What follows belongs to an exercise in optimizing a design on an open flow for small area, a short achievable clock period and few clock cycles per item; a production flow would make more cautious choices. Where RTL was checked, it was by simulation tests only, not by an equivalence proof against the original.

== oak ==
Design keyhash, start of the top module:
module keyhash (
    input  wire        clk,
    input  wire        rst_n,
    input  wire        req_valid,
    output wire        req_ready,
    input  wire [7:0]  req_ns,
    input  wire [7:0]  req_len,      
    input  wire        key_valid,
    output wire        key_ready,
    input  wire [31:0] key_data,
    output reg         res_valid,
    output wire [63:0] res_hash,
    output wire [15:0] res_fp
);
    localparam [31:0] IV0 = 32'h6a09e667, IV1 = 32'hbb67ae85,
                      IV2 = 32'h3c6ef372, IV3 = 32'ha54ff53a,
                      IV4 = 32'h510e527f, IV5 = 32'h9b05688c,
                      IV6 = 32'h1f83d9ab, IV7 = 32'h5be0cd19;
    reg         run;          
    reg [1:0]   st;           
    reg         rl;           
    reg         ok;           
    reg [5:0]   kc;           
    reg         ld;           
    reg         act;          
    reg         first;        
    reg         last;         
    reg         go;           
    reg [3:0]   wph;          
    reg [3:0]   bph;          
    reg [31:0]  a, b, c, d, e, f, g, h;
    reg [31:0]  p;            
    reg [31:0]  W [0:15];     
    reg [31:0]  R  [0:3];     
    reg [31:0]  RE [0:3];     
    reg         fvalid;
    reg [7:0]   fns;
    reg [7:0]   fml;          
    reg [1:0]   fnb;          
    reg [5:0]   fg;           
    reg [5:0]   fkw;          
    reg         kwl;          
    reg         kn;           
    reg [31:0]  ir;           
    reg         irv;
    reg [7:0]   carry;        
    reg [31:0] kk;
    always @(*) begin
        case (kc)
            6'd0:  kk = 32'h428a2f98; 6'd1:  kk = 32'h71374491;
            6'd2:  kk = 32'hb5c0fbcf; 6'd3:  kk = 32'he9b5dba5;
            6'd4:  kk = 32'h3956c25b; 6'd5:  kk = 32'h59f111f1;
            6'd6:  kk = 32'h923f82a4; 6'd7:  kk = 32'hab1c5ed5;
            6'd8:  kk = 32'hd807aa98; 6'd9:  kk = 32'h12835b01;
            6'd10: kk = 32'h243185be; 6'd11: kk = 32'h550c7dc3;
            6'd12: kk = 32'h72be5d74; 6'd13: kk = 32'h80deb1fe;
            6'd14: kk = 32'h9bdc06a7; 6'd15: kk = 32'hc19bf174;
            6'd16: kk = 32'he49b69c1; 6'd17: kk = 32'hefbe4786;
            6'd18: kk = 32'h0fc19dc6; 6'd19: kk = 32'h240ca1cc;
            6'd20: kk = 32'h2de92c6f; 6'd21: kk = 32'h4a7484aa;
            6'd22: kk = 32'h5cb0a9dc; 6'd23: kk = 32'h76f988da;
  ...
Size: ~4,800 cells after synthesis, ~1,200 flip-flops, roughly 50,000 sq um of cells after synthesis.
Settings: LEC_CHECK=0, ABC_CLOCK_PERIOD_IN_PS=4500, CAP_MARGIN=20, CORE_MARGIN=2, CORE_UTILIZATION=40, CTS_CLUSTER_DIAMETER=120, CTS_CLUSTER_SIZE=25, PLACE_DENSITY=0.6, SLEW_MARGIN=20; clock period 15.0 ns.
standard.sh (not shown) runs the stock make flow with config.mk's settings and CLKGATE_MAP_FILE= SYNTH_SCRIPT=/design/flow/synth_recipe.tcl, a recipe that flattens the netlist after the stock synthesis.
==> flow/flow/run.sh <==
#!/bin/bash
# Standard layout, with timing repair aimed at a 5 ns period (the SDC is unchanged)
# and small port buffers.
set -euo pipefail
bash standard.sh SETUP_SLACK_MARGIN=10 "BUFFER_PORTS_ARGS=-buffer_cell sky130_fd_sc_hd__buf_1" finish > standard_finish.log 2>&1
oak | stages: all done | timing, DRC, antenna: all pass
Testbench counts of oak, summed over its fixed seeds: cycles 236,508, keys 2,400.
Edits applied to the flow inputs when going from oak to pine:
- removing CTS_CLUSTER_SIZE (formerly 25)
- removing CTS_CLUSTER_DIAMETER (formerly 120)
==> flow/flow/run.sh <==
#!/bin/bash
# Standard layout, with timing repair aimed at a 5 ns period (the SDC is unchanged).
set -euo pipefail
bash standard.sh SETUP_SLACK_MARGIN=10.5 finish > standard_finish.log 2>&1
Notes after the runs:
Any difference in number of placed cells counting well taps between pine and oak is small enough to ignore. There was hardly any difference in multi-input combinational cell count between oak and pine. Side by side, multi-input gate share of total cell area turned out lower in pine than in oak. Relative area of clock buffers and inverters in the final design is higher on pine. Fraction of layout cells with a size suffix above 1 was higher in pine than in oak. In the reports for oak and pine, the smaller post-route non-filler standard cell count belongs to oak. For the final routed wire length divided by cell count, pine came in 0.75% lower than oak did. pine ends up with a fraction of standard cell area that is sequential that is 3.7 points lower than in oak. pine against oak: met2 layer usage reported by global route moved up; number of flip-flops and latches level.
## Diff of input files: birch against pine
- CTS_BUF_LIST newly set to sky130_fd_sc_hd__clkbuf_8
==> flow/flow/run.sh <==
#!/bin/bash
# Standard layout, with timing repair aimed at a 5 ns period (the SDC is unchanged).
set -euo pipefail
bash standard.sh SETUP_SLACK_MARGIN=10 finish > standard_finish.log 2>&1
==> run summary <==
Against pine, birch reports a wire length of the first global-routing pass that is lower. Diff pine -> birch | routed wire length | down slightly. Of the two values seen for worst-path cell with the longest stage delay, sky130_fd_sc_hd__dfxtp_2 was produced by pine and sky130_fd_sc_hd__mux4_2 by birch. birch reached the final stage; the timing, design-rule and antenna checks on its layout passed. Count of inserted antenna diode cells: birch vs pine up 4.
--- input diff birch..maple ---
- CTS_BUF_LIST no longer set, was sky130_fd_sc_hd__clkbuf_8
- CTS_CLUSTER_SIZE now 20, previously not set
- CTS_CLUSTER_DIAMETER now 100, previously not set
==> flow/flow/run.sh <==
#!/bin/bash
# Standard layout, with timing repair aimed at a 5 ns period (the SDC is unchanged)
# and small port buffers.
set -euo pipefail
bash standard.sh SETUP_SLACK_MARGIN=10 "BUFFER_PORTS_ARGS=-buffer_cell sky130_fd_sc_hd__buf_1" finish > standard_finish.log 2>&1
--- outcome ---
- Against birch as the reference, maple delivers a lower maximum frequency.
- Looking at via count, maple sits 544 below birch.
- Arrival time of data at the critical path endpoint down 0.17 ns in maple wrt birch
- The lower global-route track usage on met1 came out of birch.

job 101:
Another version of the RTL of keyhash (not shown whole).
For scale: about 140 I/O pins, about 51000 um2 of cells after synthesis.
export LEC_CHECK = 0
export ABC_CLOCK_PERIOD_IN_PS = 4500
export CAP_MARGIN = 20
export CORE_MARGIN = 2
export CORE_UTILIZATION = 40
export CTS_CLUSTER_DIAMETER = 100
export CTS_CLUSTER_SIZE = 20
export PLACE_DENSITY = 0.6
export SLEW_MARGIN = 20
create_clock -name core_clock -period 15.0 [get_ports {clk}]
==> flow/flow/run.sh <==
#!/bin/bash
# The standard layout with three changes in how it is made (the SDC is unchanged):
#  - timing repair aims at a 5 ns period (SETUP_SLACK_MARGIN=10),
#  - the port buffers are buf_1 cells,
#  - after the standard synthesis, fix_inv.py removes inverter pairs that Yosys's
#    full-adder extraction leaves around full adders (registers are not touched).
# Each step's full output goes to a log file of its own in this folder.
set -euo pipefail
ARGS=(SETUP_SLACK_MARGIN=10.7 "BUFFER_PORTS_ARGS=-buffer_cell sky130_fd_sc_hd__buf_1")
RES=orfs/results/sky130hd/keyhash/base
bash standard.sh "${ARGS[@]}" synth > standard_synth.log 2>&1
cp "$RES/1_2_yosys.v" 1_2_yosys.standard.v
python3 flow/fix_inv.py 1_2_yosys.standard.v 1_2_yosys.fixed.v > fix_inv.log 2>&1
cp 1_2_yosys.fixed.v "$RES/1_2_yosys.v"
rm -f "$RES/1_synth.odb" "$RES/1_synth.sdc"
bash standard.sh "${ARGS[@]}" finish > standard_finish.log 2>&1
Other scripts of this flow, unchanged in this note and not shown: flow/flow/fix_inv.py
Inputs modified between job 101 and job 102:
-- flow/flow/run.sh --
<<< job 101, line 7
# Each step's full output goes to a log file of its own in this folder.
set -euo pipefail
ARGS=(SETUP_SLACK_MARGIN=10.7 "BUFFER_PORTS_ARGS=-buffer_cell sky130_fd_sc_hd__buf_1")
RES=orfs/results/sky130hd/keyhash/base
bash standard.sh "${ARGS[@]}" synth > standard_synth.log 2>&1
>>> job 102, line 7
# Each step's full output goes to a log file of its own in this folder.
set -euo pipefail
ARGS=(SETUP_SLACK_MARGIN=10.3 "BUFFER_PORTS_ARGS=-buffer_cell sky130_fd_sc_hd__buf_1")
RES=orfs/results/sky130hd/keyhash/base
bash standard.sh "${ARGS[@]}" synth > standard_synth.log 2>&1
--- outcome ---
Routed wire length of job 102 falls short of that of job 101 slightly.
Looking at capturing instance or port of the critical path, the a[31]$_DFF_P_ result is from job 102; the W[15][29]$_DFF_P_ one comes from job 101.
Going from job 101 to job 102, global-route met1 utilization comparable; detailed-router iteration count before antenna repair now larger; met2 wire length now smaller; number of gates resized after CTS now smaller; sequential share of layout area now larger.
Against job 101, job 102 comes in about 4.6% lower on final cell area excluding filler cells.
NOTE detail-routed via count per cell job 101->job 102 decreased slightly
Tightest slew margin relative to the limit ends up lower on job 101.
Inputs modified between job 102 and job 103:
-- flow/flow/run.sh --
<<< job 102, line 7
# Each step's full output goes to a log file of its own in this folder.
set -euo pipefail
ARGS=(SETUP_SLACK_MARGIN=10.3 "BUFFER_PORTS_ARGS=-buffer_cell sky130_fd_sc_hd__buf_1")
RES=orfs/results/sky130hd/keyhash/base
bash standard.sh "${ARGS[@]}" synth > standard_synth.log 2>&1
>>> job 103, line 7
# Each step's full output goes to a log file of its own in this folder.
set -euo pipefail
ARGS=(SETUP_SLACK_MARGIN=10.5 "BUFFER_PORTS_ARGS=-buffer_cell sky130_fd_sc_hd__buf_1")
RES=orfs/results/sky130hd/keyhash/base
bash standard.sh "${ARGS[@]}" synth > standard_synth.log 2>&1
Results
- The final layout from job 103, which completed every stage, passed the timing, design-rule and antenna checks at the end of the flow.
- Job 102 completed every stage of the flow, and the final layout passed the timing, design-rule and antenna checks.
- Higher first-pass GRT wire length was reported by job 102, not job 103.
- Re met3 routing resource usage after global routing: job 102 was higher than job 103.
- Going from job 102 to job 103, met1 usage in global routing shrinks by 0.24 points.
- Looking at final non-filler cell area, job 103 sits above job 102.
- Comparing actual slew at the worst max-slew pin for job 102 and job 103, the smaller number came from job 103.
No run of this note included a check of the RTL's function; only the layout flow was run.

==> re-timing with driven ports <==
Ports are ideal in the flow. The routed layouts listed here were re-timed in OpenROAD. Step 1 (the two cells are an assumption about what drives the block):
set clk [get_ports {clk}]
set_driving_cell -lib_cell sky130_fd_sc_hd__clkbuf_16 $clk
set_driving_cell -lib_cell sky130_fd_sc_hd__buf_2 [delete_from_list [all_inputs] $clk]
Step 2 times the ports against the registers' clock, not the clock port: input delays grow and output delays shrink by t, the midpoint of the rising clock arrivals with the driver on. a / b / c = ideal / step 1 / step 2; a / b = the first two.
run	t (ns)	setup WS [ns]	worst data-port slew with drivers (ns)	cell pins on the clock port's net
oak	0.759	10.031 / 10.031 / 9.932	0.05	1
pine	0.803	10.216 / 10.216 / 9.911	0.05	1
birch	0.987	10.083 / 10.083 / 9.314	0.05	1
maple	0.764	10.034 / 10.034 / 9.938	0.05	1
job 101	0.772	10.492 / 10.492 / 10.070	0.03	1
job 102	0.764	10.364 / 10.364 / 9.796	0.04	1
job 103	0.770	10.465 / 10.465 / 9.905	0.04	1
After both steps setup and hold are still met in every run listed. For birch, which loses most, drivers alone change the setup slack by 0.000 ns; drivers and shift together by -0.769 ns.
